Source: an optimization exercise on an open RTL-to-GDS flow (aim: small area, a short achievable clock period and few clock cycles). Production flows keep margins and buffers that such runs may drop. The RTL was checked by simulation tests, not by an equivalence proof against the original design.

### design/flow/config.mk
export PLATFORM = sky130hd
export DESIGN_NAME = par_core
export DESIGN_NICKNAME = par_core
export VERILOG_FILES = /design/flow/design.v
export SDC_FILE = /design/flow/constraint.sdc
export NUM_CORES = 4
export LEC_CHECK = 0
export CAP_MARGIN = 20
export CORE_MARGIN = 2
export CORE_UTILIZATION = 30
export PLACE_DENSITY = 0.5
export SLEW_MARGIN = 20
### design/flow/constraint.sdc
create_clock -name core_clock -period 10.0 [get_ports {clk}]
set_input_delay 2.0000 -clock core_clock [delete_from_list [all_inputs] [get_ports {clk}]]
set_output_delay 2.0000 -clock core_clock [all_outputs]
set_load 0.01 [all_outputs]
### design/flow/design.v
module gf_mul (
    input  wire [7:0] a,
    input  wire [7:0] b,
    output wire [7:0] r
);
    wire [7:0] t [0:7];
    wire [7:0] s [0:8];
    assign t[0] = a;
    assign s[0] = 8'h00;
    genvar i;
    generate
        for (i = 0; i < 8; i = i + 1) begin : g_bit
            if (i < 7) begin : g_dbl
                assign t[i+1] = {t[i][6:0], 1'b0} ^ (t[i][7] ? 8'h1d : 8'h00);
            end
            assign s[i+1] = s[i] ^ (b[i] ? t[i] : 8'h00);
        end
    endgenerate
    assign r = s[8];
endmodule
module gf_exp (
    input  wire [7:0] i,
    output reg  [7:0] o
);
    always @(*) begin
        case (i)
            8'h00: o = 8'h01;
            8'h01: o = 8'h02;
            8'h02: o = 8'h04;
            8'h03: o = 8'h08;
            8'h04: o = 8'h10;
            8'h05: o = 8'h20;
            8'h06: o = 8'h40;
            8'h07: o = 8'h80;
            8'h08: o = 8'h1d;
            8'h09: o = 8'h3a;
            8'h0a: o = 8'h74;
            8'h0b: o = 8'he8;
            8'h0c: o = 8'hcd;
            8'h0d: o = 8'h87;
            8'h0e: o = 8'h13;
            8'h0f: o = 8'h26;
            8'h10: o = 8'h4c;
            8'h11: o = 8'h98;
            8'h12: o = 8'h2d;
            8'h13: o = 8'h5a;
            8'h14: o = 8'hb4;
            8'h15: o = 8'h75;
            8'h16: o = 8'hea;
            8'h17: o = 8'hc9;
            8'h18: o = 8'h8f;
            8'h19: o = 8'h03;
            8'h1a: o = 8'h06;
            8'h1b: o = 8'h0c;
            8'h1c: o = 8'h18;
            8'h1d: o = 8'h30;
            8'h1e: o = 8'h60;
            8'h1f: o = 8'hc0;
            8'h20: o = 8'h9d;
            8'h21: o = 8'h27;
            8'h22: o = 8'h4e;
            8'h23: o = 8'h9c;
            8'h24: o = 8'h25;
            8'h25: o = 8'h4a;
            8'h26: o = 8'h94;
            8'h27: o = 8'h35;
            8'h28: o = 8'h6a;
            8'h29: o = 8'hd4;
            8'h2a: o = 8'hb5;
            8'h2b: o = 8'h77;
            8'h2c: o = 8'hee;
            8'h2d: o = 8'hc1;
            8'h2e: o = 8'h9f;
            8'h2f: o = 8'h23;
            8'h30: o = 8'h46;
            8'h31: o = 8'h8c;
            8'h32: o = 8'h05;
            8'h33: o = 8'h0a;
            8'h34: o = 8'h14;
            8'h35: o = 8'h28;
            8'h36: o = 8'h50;
            8'h37: o = 8'ha0;
            8'h38: o = 8'h5d;
            8'h39: o = 8'hba;
            8'h3a: o = 8'h69;
            8'h3b: o = 8'hd2;
            8'h3c: o = 8'hb9;
            8'h3d: o = 8'h6f;
            8'h3e: o = 8'hde;
            8'h3f: o = 8'ha1;
            8'h40: o = 8'h5f;
            8'h41: o = 8'hbe;
            8'h42: o = 8'h61;
            8'h43: o = 8'hc2;
            8'h44: o = 8'h99;
            8'h45: o = 8'h2f;
            8'h46: o = 8'h5e;
            8'h47: o = 8'hbc;
            8'h48: o = 8'h65;
            8'h49: o = 8'hca;
            8'h4a: o = 8'h89;
            8'h4b: o = 8'h0f;
            8'h4c: o = 8'h1e;
            8'h4d: o = 8'h3c;
            8'h4e: o = 8'h78;
            8'h4f: o = 8'hf0;
            8'h50: o = 8'hfd;
            8'h51: o = 8'he7;
            8'h52: o = 8'hd3;
            8'h53: o = 8'hbb;
            8'h54: o = 8'h6b;
            8'h55: o = 8'hd6;
            8'h56: o = 8'hb1;
            8'h57: o = 8'h7f;
            8'h58: o = 8'hfe;
            8'h59: o = 8'he1;
            8'h5a: o = 8'hdf;
            8'h5b: o = 8'ha3;
            8'h5c: o = 8'h5b;
            8'h5d: o = 8'hb6;
            8'h5e: o = 8'h71;
            8'h5f: o = 8'he2;
            8'h60: o = 8'hd9;
            8'h61: o = 8'haf;
            8'h62: o = 8'h43;
            8'h63: o = 8'h86;
            8'h64: o = 8'h11;
            8'h65: o = 8'h22;
            8'h66: o = 8'h44;
            8'h67: o = 8'h88;
            8'h68: o = 8'h0d;
            8'h69: o = 8'h1a;
            8'h6a: o = 8'h34;
            8'h6b: o = 8'h68;
            8'h6c: o = 8'hd0;
            8'h6d: o = 8'hbd;
            8'h6e: o = 8'h67;
            8'h6f: o = 8'hce;
            8'h70: o = 8'h81;
            8'h71: o = 8'h1f;
            8'h72: o = 8'h3e;
            8'h73: o = 8'h7c;
            8'h74: o = 8'hf8;
            8'h75: o = 8'hed;
            8'h76: o = 8'hc7;
            8'h77: o = 8'h93;
            8'h78: o = 8'h3b;
            8'h79: o = 8'h76;
            8'h7a: o = 8'hec;
            8'h7b: o = 8'hc5;
            8'h7c: o = 8'h97;
            8'h7d: o = 8'h33;
            8'h7e: o = 8'h66;
            8'h7f: o = 8'hcc;
            8'h80: o = 8'h85;
            8'h81: o = 8'h17;
            8'h82: o = 8'h2e;
            8'h83: o = 8'h5c;
            8'h84: o = 8'hb8;
            8'h85: o = 8'h6d;
            8'h86: o = 8'hda;
            8'h87: o = 8'ha9;
            8'h88: o = 8'h4f;
            8'h89: o = 8'h9e;
            8'h8a: o = 8'h21;
            8'h8b: o = 8'h42;
            8'h8c: o = 8'h84;
            8'h8d: o = 8'h15;
            8'h8e: o = 8'h2a;
            8'h8f: o = 8'h54;
            8'h90: o = 8'ha8;
            8'h91: o = 8'h4d;
            8'h92: o = 8'h9a;
            8'h93: o = 8'h29;
            8'h94: o = 8'h52;
            8'h95: o = 8'ha4;
            8'h96: o = 8'h55;
            8'h97: o = 8'haa;
            8'h98: o = 8'h49;
            8'h99: o = 8'h92;
            8'h9a: o = 8'h39;
            8'h9b: o = 8'h72;
            8'h9c: o = 8'he4;
            8'h9d: o = 8'hd5;
            8'h9e: o = 8'hb7;
            8'h9f: o = 8'h73;
            8'ha0: o = 8'he6;
            8'ha1: o = 8'hd1;
            8'ha2: o = 8'hbf;
            8'ha3: o = 8'h63;
            8'ha4: o = 8'hc6;
            8'ha5: o = 8'h91;
            8'ha6: o = 8'h3f;
            8'ha7: o = 8'h7e;
            8'ha8: o = 8'hfc;
            8'ha9: o = 8'he5;
            8'haa: o = 8'hd7;
            8'hab: o = 8'hb3;
            8'hac: o = 8'h7b;
            8'had: o = 8'hf6;
            8'hae: o = 8'hf1;
            8'haf: o = 8'hff;
            8'hb0: o = 8'he3;
            8'hb1: o = 8'hdb;
            8'hb2: o = 8'hab;
            8'hb3: o = 8'h4b;
            8'hb4: o = 8'h96;
            8'hb5: o = 8'h31;
            8'hb6: o = 8'h62;
            8'hb7: o = 8'hc4;
            8'hb8: o = 8'h95;
            8'hb9: o = 8'h37;
            8'hba: o = 8'h6e;
            8'hbb: o = 8'hdc;
            8'hbc: o = 8'ha5;
            8'hbd: o = 8'h57;
            8'hbe: o = 8'hae;
            8'hbf: o = 8'h41;
            8'hc0: o = 8'h82;
            8'hc1: o = 8'h19;
            8'hc2: o = 8'h32;
            8'hc3: o = 8'h64;
            8'hc4: o = 8'hc8;
            8'hc5: o = 8'h8d;
            8'hc6: o = 8'h07;
            8'hc7: o = 8'h0e;
            8'hc8: o = 8'h1c;
            8'hc9: o = 8'h38;
            8'hca: o = 8'h70;
            8'hcb: o = 8'he0;
            8'hcc: o = 8'hdd;
            8'hcd: o = 8'ha7;
            8'hce: o = 8'h53;
            8'hcf: o = 8'ha6;
            8'hd0: o = 8'h51;
            8'hd1: o = 8'ha2;
            8'hd2: o = 8'h59;
            8'hd3: o = 8'hb2;
            8'hd4: o = 8'h79;
            8'hd5: o = 8'hf2;
            8'hd6: o = 8'hf9;
            8'hd7: o = 8'hef;
            8'hd8: o = 8'hc3;
            8'hd9: o = 8'h9b;
            8'hda: o = 8'h2b;
            8'hdb: o = 8'h56;
            8'hdc: o = 8'hac;
            8'hdd: o = 8'h45;
            8'hde: o = 8'h8a;
            8'hdf: o = 8'h09;
            8'he0: o = 8'h12;
            8'he1: o = 8'h24;
            8'he2: o = 8'h48;
            8'he3: o = 8'h90;
            8'he4: o = 8'h3d;
            8'he5: o = 8'h7a;
            8'he6: o = 8'hf4;
            8'he7: o = 8'hf5;
            8'he8: o = 8'hf7;
            8'he9: o = 8'hf3;
            8'hea: o = 8'hfb;
            8'heb: o = 8'heb;
            8'hec: o = 8'hcb;
            8'hed: o = 8'h8b;
            8'hee: o = 8'h0b;
            8'hef: o = 8'h16;
            8'hf0: o = 8'h2c;
            8'hf1: o = 8'h58;
            8'hf2: o = 8'hb0;
            8'hf3: o = 8'h7d;
            8'hf4: o = 8'hfa;
            8'hf5: o = 8'he9;
            8'hf6: o = 8'hcf;
            8'hf7: o = 8'h83;
            8'hf8: o = 8'h1b;
            8'hf9: o = 8'h36;
            8'hfa: o = 8'h6c;
            8'hfb: o = 8'hd8;
            8'hfc: o = 8'had;
            8'hfd: o = 8'h47;
            8'hfe: o = 8'h8e;
            8'hff: o = 8'h01;
            default: o = 8'h00;
        endcase
    end
endmodule
module gf_log (
    input  wire [7:0] i,
    output reg  [7:0] o
);
    always @(*) begin
        case (i)
            8'h00: o = 8'h00;
            8'h01: o = 8'h00;
            8'h02: o = 8'h01;
            8'h03: o = 8'h19;
            8'h04: o = 8'h02;
            8'h05: o = 8'h32;
            8'h06: o = 8'h1a;
            8'h07: o = 8'hc6;
            8'h08: o = 8'h03;
            8'h09: o = 8'hdf;
            8'h0a: o = 8'h33;
            8'h0b: o = 8'hee;
            8'h0c: o = 8'h1b;
            8'h0d: o = 8'h68;
            8'h0e: o = 8'hc7;
            8'h0f: o = 8'h4b;
            8'h10: o = 8'h04;
            8'h11: o = 8'h64;
            8'h12: o = 8'he0;
            8'h13: o = 8'h0e;
            8'h14: o = 8'h34;
            8'h15: o = 8'h8d;
            8'h16: o = 8'hef;
            8'h17: o = 8'h81;
            8'h18: o = 8'h1c;
            8'h19: o = 8'hc1;
            8'h1a: o = 8'h69;
            8'h1b: o = 8'hf8;
            8'h1c: o = 8'hc8;
            8'h1d: o = 8'h08;
            8'h1e: o = 8'h4c;
            8'h1f: o = 8'h71;
            8'h20: o = 8'h05;
            8'h21: o = 8'h8a;
            8'h22: o = 8'h65;
            8'h23: o = 8'h2f;
            8'h24: o = 8'he1;
            8'h25: o = 8'h24;
            8'h26: o = 8'h0f;
            8'h27: o = 8'h21;
            8'h28: o = 8'h35;
            8'h29: o = 8'h93;
            8'h2a: o = 8'h8e;
            8'h2b: o = 8'hda;
            8'h2c: o = 8'hf0;
            8'h2d: o = 8'h12;
            8'h2e: o = 8'h82;
            8'h2f: o = 8'h45;
            8'h30: o = 8'h1d;
            8'h31: o = 8'hb5;
            8'h32: o = 8'hc2;
            8'h33: o = 8'h7d;
            8'h34: o = 8'h6a;
            8'h35: o = 8'h27;
            8'h36: o = 8'hf9;
            8'h37: o = 8'hb9;
            8'h38: o = 8'hc9;
            8'h39: o = 8'h9a;
            8'h3a: o = 8'h09;
            8'h3b: o = 8'h78;
            8'h3c: o = 8'h4d;
            8'h3d: o = 8'he4;
            8'h3e: o = 8'h72;
            8'h3f: o = 8'ha6;
            8'h40: o = 8'h06;
            8'h41: o = 8'hbf;
            8'h42: o = 8'h8b;
            8'h43: o = 8'h62;
            8'h44: o = 8'h66;
            8'h45: o = 8'hdd;
            8'h46: o = 8'h30;
            8'h47: o = 8'hfd;
            8'h48: o = 8'he2;
            8'h49: o = 8'h98;
            8'h4a: o = 8'h25;
            8'h4b: o = 8'hb3;
            8'h4c: o = 8'h10;
            8'h4d: o = 8'h91;
            8'h4e: o = 8'h22;
            8'h4f: o = 8'h88;
            8'h50: o = 8'h36;
            8'h51: o = 8'hd0;
            8'h52: o = 8'h94;
            8'h53: o = 8'hce;
            8'h54: o = 8'h8f;
            8'h55: o = 8'h96;
            8'h56: o = 8'hdb;
            8'h57: o = 8'hbd;
            8'h58: o = 8'hf1;
            8'h59: o = 8'hd2;
            8'h5a: o = 8'h13;
            8'h5b: o = 8'h5c;
            8'h5c: o = 8'h83;
            8'h5d: o = 8'h38;
            8'h5e: o = 8'h46;
            8'h5f: o = 8'h40;
            8'h60: o = 8'h1e;
            8'h61: o = 8'h42;
            8'h62: o = 8'hb6;
            8'h63: o = 8'ha3;
            8'h64: o = 8'hc3;
            8'h65: o = 8'h48;
            8'h66: o = 8'h7e;
            8'h67: o = 8'h6e;
            8'h68: o = 8'h6b;
            8'h69: o = 8'h3a;
            8'h6a: o = 8'h28;
            8'h6b: o = 8'h54;
            8'h6c: o = 8'hfa;
            8'h6d: o = 8'h85;
            8'h6e: o = 8'hba;
            8'h6f: o = 8'h3d;
            8'h70: o = 8'hca;
            8'h71: o = 8'h5e;
            8'h72: o = 8'h9b;
            8'h73: o = 8'h9f;
            8'h74: o = 8'h0a;
            8'h75: o = 8'h15;
            8'h76: o = 8'h79;
            8'h77: o = 8'h2b;
            8'h78: o = 8'h4e;
            8'h79: o = 8'hd4;
            8'h7a: o = 8'he5;
            8'h7b: o = 8'hac;
            8'h7c: o = 8'h73;
            8'h7d: o = 8'hf3;
            8'h7e: o = 8'ha7;
            8'h7f: o = 8'h57;
            8'h80: o = 8'h07;
            8'h81: o = 8'h70;
            8'h82: o = 8'hc0;
            8'h83: o = 8'hf7;
            8'h84: o = 8'h8c;
            8'h85: o = 8'h80;
            8'h86: o = 8'h63;
            8'h87: o = 8'h0d;
            8'h88: o = 8'h67;
            8'h89: o = 8'h4a;
            8'h8a: o = 8'hde;
            8'h8b: o = 8'hed;
            8'h8c: o = 8'h31;
            8'h8d: o = 8'hc5;
            8'h8e: o = 8'hfe;
            8'h8f: o = 8'h18;
            8'h90: o = 8'he3;
            8'h91: o = 8'ha5;
            8'h92: o = 8'h99;
            8'h93: o = 8'h77;
            8'h94: o = 8'h26;
            8'h95: o = 8'hb8;
            8'h96: o = 8'hb4;
            8'h97: o = 8'h7c;
            8'h98: o = 8'h11;
            8'h99: o = 8'h44;
            8'h9a: o = 8'h92;
            8'h9b: o = 8'hd9;
            8'h9c: o = 8'h23;
            8'h9d: o = 8'h20;
            8'h9e: o = 8'h89;
            8'h9f: o = 8'h2e;
            8'ha0: o = 8'h37;
            8'ha1: o = 8'h3f;
            8'ha2: o = 8'hd1;
            8'ha3: o = 8'h5b;
            8'ha4: o = 8'h95;
            8'ha5: o = 8'hbc;
            8'ha6: o = 8'hcf;
            8'ha7: o = 8'hcd;
            8'ha8: o = 8'h90;
            8'ha9: o = 8'h87;
            8'haa: o = 8'h97;
            8'hab: o = 8'hb2;
            8'hac: o = 8'hdc;
            8'had: o = 8'hfc;
            8'hae: o = 8'hbe;
            8'haf: o = 8'h61;
            8'hb0: o = 8'hf2;
            8'hb1: o = 8'h56;
            8'hb2: o = 8'hd3;
            8'hb3: o = 8'hab;
            8'hb4: o = 8'h14;
            8'hb5: o = 8'h2a;
            8'hb6: o = 8'h5d;
            8'hb7: o = 8'h9e;
            8'hb8: o = 8'h84;
            8'hb9: o = 8'h3c;
            8'hba: o = 8'h39;
            8'hbb: o = 8'h53;
            8'hbc: o = 8'h47;
            8'hbd: o = 8'h6d;
            8'hbe: o = 8'h41;
            8'hbf: o = 8'ha2;
            8'hc0: o = 8'h1f;
            8'hc1: o = 8'h2d;
            8'hc2: o = 8'h43;
            8'hc3: o = 8'hd8;
            8'hc4: o = 8'hb7;
            8'hc5: o = 8'h7b;
            8'hc6: o = 8'ha4;
            8'hc7: o = 8'h76;
            8'hc8: o = 8'hc4;
            8'hc9: o = 8'h17;
            8'hca: o = 8'h49;
            8'hcb: o = 8'hec;
            8'hcc: o = 8'h7f;
            8'hcd: o = 8'h0c;
            8'hce: o = 8'h6f;
            8'hcf: o = 8'hf6;
            8'hd0: o = 8'h6c;
            8'hd1: o = 8'ha1;
            8'hd2: o = 8'h3b;
            8'hd3: o = 8'h52;
            8'hd4: o = 8'h29;
            8'hd5: o = 8'h9d;
            8'hd6: o = 8'h55;
            8'hd7: o = 8'haa;
            8'hd8: o = 8'hfb;
            8'hd9: o = 8'h60;
            8'hda: o = 8'h86;
            8'hdb: o = 8'hb1;
            8'hdc: o = 8'hbb;
            8'hdd: o = 8'hcc;
            8'hde: o = 8'h3e;
            8'hdf: o = 8'h5a;
            8'he0: o = 8'hcb;
            8'he1: o = 8'h59;
            8'he2: o = 8'h5f;
            8'he3: o = 8'hb0;
            8'he4: o = 8'h9c;
            8'he5: o = 8'ha9;
            8'he6: o = 8'ha0;
            8'he7: o = 8'h51;
            8'he8: o = 8'h0b;
            8'he9: o = 8'hf5;
            8'hea: o = 8'h16;
            8'heb: o = 8'heb;
            8'hec: o = 8'h7a;
            8'hed: o = 8'h75;
            8'hee: o = 8'h2c;
            8'hef: o = 8'hd7;
            8'hf0: o = 8'h4f;
            8'hf1: o = 8'hae;
            8'hf2: o = 8'hd5;
            8'hf3: o = 8'he9;
            8'hf4: o = 8'he6;
            8'hf5: o = 8'he7;
            8'hf6: o = 8'had;
            8'hf7: o = 8'he8;
            8'hf8: o = 8'h74;
            8'hf9: o = 8'hd6;
            8'hfa: o = 8'hf4;
            8'hfb: o = 8'hea;
            8'hfc: o = 8'ha8;
            8'hfd: o = 8'h50;
            8'hfe: o = 8'h58;
            8'hff: o = 8'haf;
            default: o = 8'h00;
        endcase
    end
endmodule
module par_core (
    input  wire         clk,
    input  wire         rst,
    input  wire         cmd_valid,
    output wire         cmd_ready,
    input  wire [7:0]   cmd_op,
    input  wire [7:0]   cmd_k,
    input  wire [7:0]   cmd_e1,
    input  wire [7:0]   cmd_e2,
    input  wire [15:0]  cmd_ncols,
    input  wire         in_valid,
    output wire         in_ready,
    input  wire [63:0] in_data,
    output wire         out_valid,
    input  wire         out_ready,
    output wire [63:0] out_data,
    output wire         done,
    output wire [1:0]   done_status,
    output wire [1:0]   done_result
);
    localparam OP_PQ  = 2'd0;
    localparam OP_P   = 2'd1;
    localparam OP_REC = 2'd2;
    localparam OP_CHK = 2'd3;
    localparam ST_OK       = 2'd0;
    localparam ST_MISMATCH = 2'd1;
    localparam ST_BAD      = 2'd2;
    localparam S_IDLE  = 3'd0;
    localparam S_SETUP = 3'd1;
    localparam S_IN    = 3'd2;
    localparam S_CALC  = 3'd3;
    localparam S_OUT   = 3'd4;
    localparam S_DONE  = 3'd5;
    reg [2:0]   state;
    reg [1:0]   op;
    reg [4:0]   k;
    reg [7:0]   e1, e2;
    reg [13:0]  cols_left;
    reg [1:0]   status;
    reg [1:0]   mism;
    reg [4:0]   first_m;      
    reg [5:0]   top_m;        
    reg         one_out;      
    reg [1:0]   nd;           
    reg         e_p;          
    reg [4:0]   x_m, y_m;     
    reg [7:0]   s_gx;         
    reg [7:0]   s_px;         
    reg [7:0]   s_inv;        
    reg [4:0]   m;            
    reg [63:0] p_acc;        
    reg [63:0] q_acc;        
    reg [63:0] pin, qin;     
    reg [63:0] r0, r1;       
    reg         oidx;
    wire [7:0] ck = cmd_k;
    wire cmd_e_none = (cmd_e1 == 8'hff) && (cmd_e2 == 8'hff);
    wire cmd_e_ok   = (cmd_e1 != 8'hff) && (cmd_e1 != cmd_e2) &&
                      ({1'b0, cmd_e1} <= {1'b0, ck} + 9'd1) &&
                      ((cmd_e2 == 8'hff) || ({1'b0, cmd_e2} <= {1'b0, ck} + 9'd1));
    wire cmd_bad = (cmd_op > 8'd3) || (ck < 8'd1) || (ck > 8'd30) ||
                   (cmd_ncols == 16'd0) || (cmd_ncols > 16'd8192) ||
                   ((cmd_op == 8'd2) ? !cmd_e_ok : !cmd_e_none);
    assign cmd_ready = (state == S_IDLE);
    wire cmd_fire = cmd_valid && cmd_ready;
    function is_read;
        input [5:0] mm;
        begin
            if (mm > top_m)
                is_read = 1'b0;
            else if (op == OP_REC)
                is_read = ({2'b00, mm} != e1) && ({2'b00, mm} != e2);
            else
                is_read = 1'b1;
        end
    endfunction
    wire [5:0] m1 = {1'b0, m} + 6'd1;
    wire [5:0] m2 = {1'b0, m} + 6'd2;
    wire [5:0] m3 = {1'b0, m} + 6'd3;
    wire [5:0] next_m = is_read(m1) ? m1 : is_read(m2) ? m2 : m3;
    wire       last_beat = next_m > top_m;
    wire d1 = (op == OP_REC) && (e1 < {3'b000, k});
    wire d2 = (op == OP_REC) && (e2 != 8'hff) && (e2 < {3'b000, k});
    wire [4:0] lo_m = (d1 && d2) ? ((e1 < e2) ? e1[4:0] : e2[4:0]) : d1 ? e1[4:0] : e2[4:0];
    wire [4:0] hi_m = (e1 < e2) ? e2[4:0] : e1[4:0];
    wire [7:0] gx_w, gy_w, px_w, log_w, inv_w;
    gf_exp u_exp_x   (.i({3'b000, lo_m}),        .o(gx_w));
    gf_exp u_exp_y   (.i({3'b000, hi_m}),        .o(gy_w));
    gf_exp u_exp_px  (.i(8'd255 - {3'b000, lo_m}), .o(px_w));
    gf_log u_log_xy  (.i(gx_w ^ gy_w),           .o(log_w));
    gf_exp u_exp_inv (.i(8'd255 - log_w),        .o(inv_w));
    wire [5:0] setup_top = (op == OP_PQ || op == OP_P) ? ({1'b0, k} - 6'd1) : ({1'b0, k} + 6'd1);
    wire       read0 = (op != OP_REC) || ((e1 != 8'd0) && (e2 != 8'd0));
    wire       read1 = (op != OP_REC) || ((e1 != 8'd1) && (e2 != 8'd1));
    wire [7:0] coef;
    gf_exp u_exp_m (.i({3'b000, m}), .o(coef));
    wire [63:0] q_term;
    wire [63:0] pxy = pin ^ p_acc;
    wire [63:0] qxy = qin ^ q_acc;
    wire [63:0] dx, dy, pw, qw;
    genvar j;
    generate
        for (j = 0; j < 8; j = j + 1) begin : g_lane
            wire [7:0] d_in = in_data[8*j +: 8];
            wire [7:0] px   = pxy[8*j +: 8];
            wire [7:0] qx   = qxy[8*j +: 8];
            wire [7:0] pa   = p_acc[8*j +: 8];
            wire [7:0] qa   = q_acc[8*j +: 8];
            wire [7:0] dx_p, gx_dx, gx_pxy, dy2;
            wire [7:0] dx1;
            gf_mul u_acc (.a(coef), .b(d_in), .r(q_term[8*j +: 8]));
            gf_mul u_dxp (.a(qx), .b(s_px), .r(dx_p));
            assign dx1 = (e_p) ? dx_p : px;
            gf_mul u_qre (.a(s_gx), .b(dx1), .r(gx_dx));
            gf_mul u_gxp (.a(s_gx), .b(px), .r(gx_pxy));
            gf_mul u_dy  (.a(gx_pxy ^ qx), .b(s_inv), .r(dy2));
            assign dx[8*j +: 8] = (nd == 2'd2) ? (px ^ dy2) : dx1;
            assign dy[8*j +: 8] = dy2;
            assign pw[8*j +: 8] = (nd == 2'd0) ? pa : (pa ^ dx1);
            assign qw[8*j +: 8] = (nd == 2'd0) ? qa : (qa ^ gx_dx);
        end
    endgenerate
    function [63:0] rec_word;
        input [7:0] e;
        begin
            if (e == {3'b000, x_m} && nd != 2'd0)
                rec_word = dx;
            else if (e == {3'b000, y_m} && nd == 2'd2)
                rec_word = dy;
            else if (e == {3'b000, k})
                rec_word = pw;
            else
                rec_word = qw;
        end
    endfunction
    wire in_fire  = (state == S_IN) && in_valid;
    wire out_fire = (state == S_OUT) && out_ready;
    always @(posedge clk) begin
        if (rst) begin
            state <= S_IDLE;
            oidx  <= 1'b0;
        end else begin
            case (state)
            S_IDLE: begin
                if (cmd_fire) begin
                    op        <= cmd_op[1:0];
                    k         <= cmd_k[4:0];
                    e1        <= cmd_e1;
                    e2        <= cmd_e2;
                    cols_left <= cmd_ncols[13:0];
                    mism      <= 2'b00;
                    if (cmd_bad) begin
                        status <= ST_BAD;
                        state  <= S_DONE;
                    end else begin
                        status <= ST_OK;
                        state  <= S_SETUP;
                    end
                end
            end
            S_SETUP: begin
                top_m   <= setup_top;
                first_m <= read0 ? 5'd0 : read1 ? 5'd1 : 5'd2;
                m       <= read0 ? 5'd0 : read1 ? 5'd1 : 5'd2;
                one_out <= (op == OP_P) || ((op == OP_REC) && (e2 == 8'hff));
                nd      <= {1'b0, d1} + {1'b0, d2};
                e_p     <= (op == OP_REC) && ((e1 == {3'b000, k}) || (e2 == {3'b000, k}));
                x_m     <= lo_m;
                y_m     <= hi_m;
                s_gx    <= gx_w;
                s_px    <= px_w;
                s_inv   <= inv_w;
                p_acc   <= 64'd0;
                q_acc   <= 64'd0;
                oidx    <= 1'b0;
                state   <= S_IN;
            end
            S_IN: begin
                if (in_fire) begin
                    if ({1'b0, m} < {1'b0, k}) begin
                        p_acc <= p_acc ^ in_data;
                        q_acc <= q_acc ^ q_term;
                    end else if (m == k) begin
                        pin <= in_data;
                    end else begin
                        qin <= in_data;
                    end
                    m <= next_m[4:0];
                    if (last_beat)
                        state <= S_CALC;
                end
            end
            S_CALC: begin
                case (op)
                OP_PQ: begin
                    r0 <= p_acc;
                    r1 <= q_acc;
                end
                OP_P: begin
                    r0 <= p_acc;
                end
                OP_REC: begin
                    r0 <= rec_word(e1);
                    r1 <= rec_word(e2);
                end
                default: begin
                    mism <= mism | {(q_acc != qin), (p_acc != pin)};
                end
                endcase
                p_acc <= 64'd0;
                q_acc <= 64'd0;
                m     <= first_m;
                oidx  <= 1'b0;
                if (op == OP_CHK) begin
                    cols_left <= cols_left - 14'd1;
                    state     <= (cols_left == 14'd1) ? S_DONE : S_IN;
                end else begin
                    state <= S_OUT;
                end
            end
            S_OUT: begin
                if (out_fire) begin
                    if (!one_out && !oidx) begin
                        oidx <= 1'b1;
                    end else begin
                        oidx      <= 1'b0;
                        cols_left <= cols_left - 14'd1;
                        state     <= (cols_left == 14'd1) ? S_DONE : S_IN;
                    end
                end
            end
            S_DONE: begin
                state <= S_IDLE;
            end
            default: state <= S_IDLE;
            endcase
        end
    end
    assign in_ready    = (state == S_IN);
    assign out_valid   = (state == S_OUT);
    assign out_data    = oidx ? r1 : r0;
    assign done        = (state == S_DONE);
    assign done_status = (status == ST_BAD) ? ST_BAD : (mism != 2'b00) ? ST_MISMATCH : ST_OK;
    assign done_result = (status == ST_BAD) ? 2'b00 : mism;
endmodule
### design/flow/run.sh
#!/bin/bash
# synth_recipe.tcl (not shown) runs the flow's synth.tcl, then flattens the netlist and writes it again
# the make line also repeats each setting of config.mk as NAME=value (left out here)
make -C /OpenROAD-flow-scripts/flow DESIGN_CONFIG=/design/flow/config.mk WORK_HOME=/design/flow/orfs CLKGATE_MAP_FILE= SYNTH_SCRIPT=/design/flow/synth_recipe.tcl finish
==> run notes <==
kinds of logic after synthesis:
group           Yosys count
simple gates           4142
flops                   487
compound gates         2194
mux                     253
buf+inv                1071
xor+xnor               2890
fa+ha+maj               127
worst max-delay path by stage:
stage / startpoint / to / depth (start not counted)
floorplan: k[1] / s_inv[3] / 39
CTS: k[1] / s_inv[6] / 33
global placement: k[1] / s_inv[6] / 33
finish: e2[2] / s_inv[6] / 29
global route: e2[2] / s_inv[6] / 29
detailed placement: k[1] / s_inv[6] / 33
Yosys cell counts (33+ instances only):
| cell | number |
|---|---|
| sky130_fd_sc_hd__buf_1 | 95 |
| sky130_fd_sc_hd__mux2_2 | 127 |
| sky130_fd_sc_hd__nand2b_1 | 60 |
| sky130_fd_sc_hd__buf_2 | 80 |
| sky130_fd_sc_hd__nor2b_1 | 43 |
| sky130_fd_sc_hd__a211oi_1 | 149 |
| sky130_fd_sc_hd__edfxtp_1 | 475 |
| sky130_fd_sc_hd__xor2_1 | 574 |
| sky130_fd_sc_hd__nand4_1 | 51 |
| sky130_fd_sc_hd__o21a_1 | 33 |
| sky130_fd_sc_hd__o21ai_0 | 616 |
| sky130_fd_sc_hd__nand3_1 | 136 |
| sky130_fd_sc_hd__ha_1 | 126 |
| sky130_fd_sc_hd__a31oi_1 | 54 |
| sky130_fd_sc_hd__nor4_1 | 41 |
| sky130_fd_sc_hd__a21oi_1 | 487 |
| sky130_fd_sc_hd__o22ai_1 | 82 |
| sky130_fd_sc_hd__nor2_1 | 1239 |
| sky130_fd_sc_hd__xnor3_1 | 181 |
| sky130_fd_sc_hd__nor3_1 | 208 |
| sky130_fd_sc_hd__a22oi_1 | 131 |
| sky130_fd_sc_hd__clkbuf_1 | 765 |
| sky130_fd_sc_hd__o211ai_1 | 126 |
| sky130_fd_sc_hd__nand2_1 | 2206 |
| sky130_fd_sc_hd__a21o_1 | 53 |
| sky130_fd_sc_hd__mux2i_1 | 122 |
| sky130_fd_sc_hd__xnor2_1 | 2118 |
| sky130_fd_sc_hd__inv_1 | 88 |
metal layers:
| layer | wire [um] | global-route usage [%] | vias to the layer above |
|---|---|---|---|
| met5 | 307 | 0 | - |
| met4 | 32800 | 19.4 | 40 |
| met3 | 54100 | 8.02 | 1290 |
| met2 | 188000 | 45.9 | 5889 |
| met1 | 184000 | 41.5 | 42500 |
| li1 | - | - | 37700 |
metrics by stage:
step | util (%) | area [sq um]
after global routing | 34.0 | 93000
after global placement | 33.2 | 90700
after floorplan | - | 82400
after CTS | 34.0 | 93000
after detailed placement | 33.2 | 90700
final | 34.0 | 93100
sequential cells by signal, indices dropped and copies added (netlist names), 6 cells and up:
| signal | cells |
|---|---|
| p_acc | 64 |
| pin | 64 |
| q_acc | 64 |
| qin | 64 |
| r0 | 64 |
| r1 | 64 |
| cols_left | 14 |
| e1 | 8 |
| e2 | 8 |
| g_lane.u_acc.t | 8 |
| s_gx | 8 |
| s_inv | 8 |
| s_px | 8 |
| top_m | 6 |
critical path, delay by kind of cell (launching register included):
family / cells / cell delay (ps)
muxes: 1 / 600
and+or+nand+nor: 6 / 2120
adders and majority gates: 3 / 1050
buffers and inverters: 6 / 1540
DFF: 1 / 360
AOI/OAI and AO/OA: 13 / 3600
layout make-up:
cell class / instances / area [sq um] / share of cell area, %
Tap cell: 3589 / 4490 / 4.83
Clock buffer: 72 / 1720 / 1.84
Inverter: 108 / 408 / 0.438
Sequential cell: 487 / 14500 / 15.6
Timing Repair Buffer: 831 / 6920 / 7.44
Antenna cell: 12 / 30.0 / 0.0323
Clock inverter: 49 / 526 / 0.565
Multi-Input combinational cell: 9606 / 64400 / 69.3
==> results.py <==
metrics = {
    "global_route": {
        "grt_first_pass_wirelength_um": 636000,
        "via_count_of_the_first_global_routing_pass": 81300,
        "number_of_antenna_violations_at_the_first_check_in_global_routing": 40,
        "total_global_routing_overflow": 0,
        "overall_routing_resource_usage_pct": 31.6,
        "grt_start_max_net_pins": 151,
    },
    "clock_network": {
        "cts_buffers": 68,
        "cts-htree-levels": 3,
        "cts_tree": "built",
        "clk_pin_slew_ps": 60,
        "worst_skew_pair.late_latency_ps": 740,
        "post_cts_hold_buffer_count": 0,
        "cts_repair_resize_count": 0,
        "cts-root-buf": "sky130_fd_sc_hd__clkbuf_16",
        "cts.sink_count": 487,
        "clock_path_buffers": 3,
        "cts_post_setup_buffers_inserted": 0,
    },
    "floorplan": {
        "floorplan.die.width_um": 528,
        "die_y_um": 528,
        "initial_utilization_pct": 30.1,
        "rows": 192,
        "io_pins": 189,
        "floorplan.die_area_sq_mm": 0.279,
        "fp.coreArea_sq_mm": 0.273,
    },
    "routing": {
        "num_vias": 87400,
        "drt_pass1_iterations": 7,
        "vias_per_std_cell": 5.92,
        "wl_per_cell_um": 31.1,
        "drt.antenna.violating_nets": 0,
        "initialDrtViolationCount": 12400,
        "route.final.wire_length_um": 459000,
        "remaining_drc_errors": 0,
    },
    "critical_path": {
        "cpPeakStageDelay_ps": 600,
        "crit_path_end_kind": "flip-flop",
        "timing.setup.critical_path_class": "reg -> reg",
        "regToRegSetupSlack_ps": 430,
        "rr_worst_depth": 29,
        "data_arrival_time_of_the_critical_path_ps": 10010,
        "regToRegStartpoint": "e2[2]",
        "worst_ep_required_time_ps": 10450,
        "critPathMostFrequentCell": "sky130_fd_sc_hd__buf_4",
        "cell_at_the_slowest_stage_of_the_critical_path": "sky130_fd_sc_hd__mux2i_1",
        "start_kind": "flip-flop",
        "worstPathMaxFanout": 22,
        "regToRegEndpoint": "s_inv[6]",
    },
    "yosys": {
        "syn-instance-count": 11200,
        "synth_simple_gate_area_share_pct": 20.7,
        "synth.cell_area_sq_mm": 0.0824,
        "synth_largest_type_area_fraction_pct": 22.5,
        "post_synth_fa_ha_maj_area_fraction_pct": 1.94,
        "dominant_combinational_cell_family_by_area_after_synthesis": "XOR/XNOR gates",
        "asyncSetResetFlopFracSynth_pct": 0,
        "netlist.top_cell.by_area": "sky130_fd_sc_hd__xnor2_1",
        "count_of_flip_flops_with_a_built_in_enable_after_synthesis": 475,
        "muxShareOfSynthArea_pct": 3.31,
        "avgSynthCellArea_sq_um": 7.38,
        "synth.top_cells.by_area": "sky130_fd_sc_hd__xnor2_1 23%, sky130_fd_sc_hd__edfxtp_1 17%, sky130_fd_sc_hd__nand2_1 10%, sky130_fd_sc_hd__xor2_1 6.1%, sky130_fd_sc_hd__nor2_1 5.6%",
        "mappedNetlistNets": 11400,
        "synth_top_flop_cell": "sky130_fd_sc_hd__edfxtp_1",
        "synth.ff_latch_count": 487,
        "synth_compound_gate_area_share_pct": 17.3,
        "synth_xor_xnor_area_share_pct": 34.0,
        "synth.distinct_cells": 124,
        "synth_seq_area_share_pct": 17.6,
        "yosysWarnings": 4,
    },
    "timing": {
        "final.setup.tns_ps": 0,
        "worst_slew_pin_slew_ps": 1290,
        "final-hold-violation-count": 0,
        "final.period_utilization_pct": 95.7,
        "fin_worst_hold_slack_ps": 661,
        "timing.final.ws_setup_ps": 432,
        "grt_setup_unrepaired": "no",
        "maxClockFrequency_mhz": 105,
        "setup_viol": 0,
        "slew-limit-headroom_pct": 13.6,
        "skew_ps": 59.9,
        "drv_slew": 0,
        "layout_min_cycle_time_ps": 9570,
    },
    "placement": {
        "dp.final_hpwl_um": 328000,
        "detailedPlace.worstSlack_ps": 542,
        "port_buffers": 188,
        "dp.cells": 14600,
        "finalWeightedCongestion": 1.02,
    },
    "cells_and_area": {
        "final_net_count": 11300,
        "n_fill_cell": 28800,
        "post_route_cells_drive_above_1_share_pct": 9.82,
        "layout.cells.most_common_list": "2205 x sky130_fd_sc_hd__nand2_1, 2079 x sky130_fd_sc_hd__xnor2_1, 1231 x sky130_fd_sc_hd__nor2_1",
        "post_layout_nonfiller_instances": 14800,
        "layout_commonest_cell": "sky130_fd_sc_hd__nand2_1",
        "syn_to_final_growth_pct": 12.9,
    },
    "min_path": {
        "hold_depth": 3,
        "hold_class": "reg -> reg",
        "min-delay-start": "one_out",
        "worstHoldEndpoint": "oidx",
    },
    "outcome": {
        "status": "finished clean",
    },
    "run": {
        "max_cap_violation_count": 0,
    },
}
Testbench counts, summed over its fixed seeds: cycles 134,617.

## re-timing with driven ports
How much do the figures lean on ideal ports? The routed layout below was timed once more, with nothing changed but the port constraints.
Step 1: set_driving_cell puts a clkbuf_16 on clk and a buf_2 on each other input, an assumption about the parent block.
Step 2 moves the port delays by t, midway between the first and last clock arrival at a register: inputs arrive t later, outputs are due t later. That takes back most of the time a late clock gives input paths.
a / b / c = no drivers / after step 1 / after step 2; a / b = the first two.
t (ns): 0.800
setup slack, ns: 0.432 / 0.432 / 0.432
worst setup path after step 2: register to register
clock arrival spread, ns: 0.062 / 0.063
After both steps this run still meets setup and hold. The setup slack of this run moves by 0.000 ns with the drivers and by 0.000 ns with both steps.
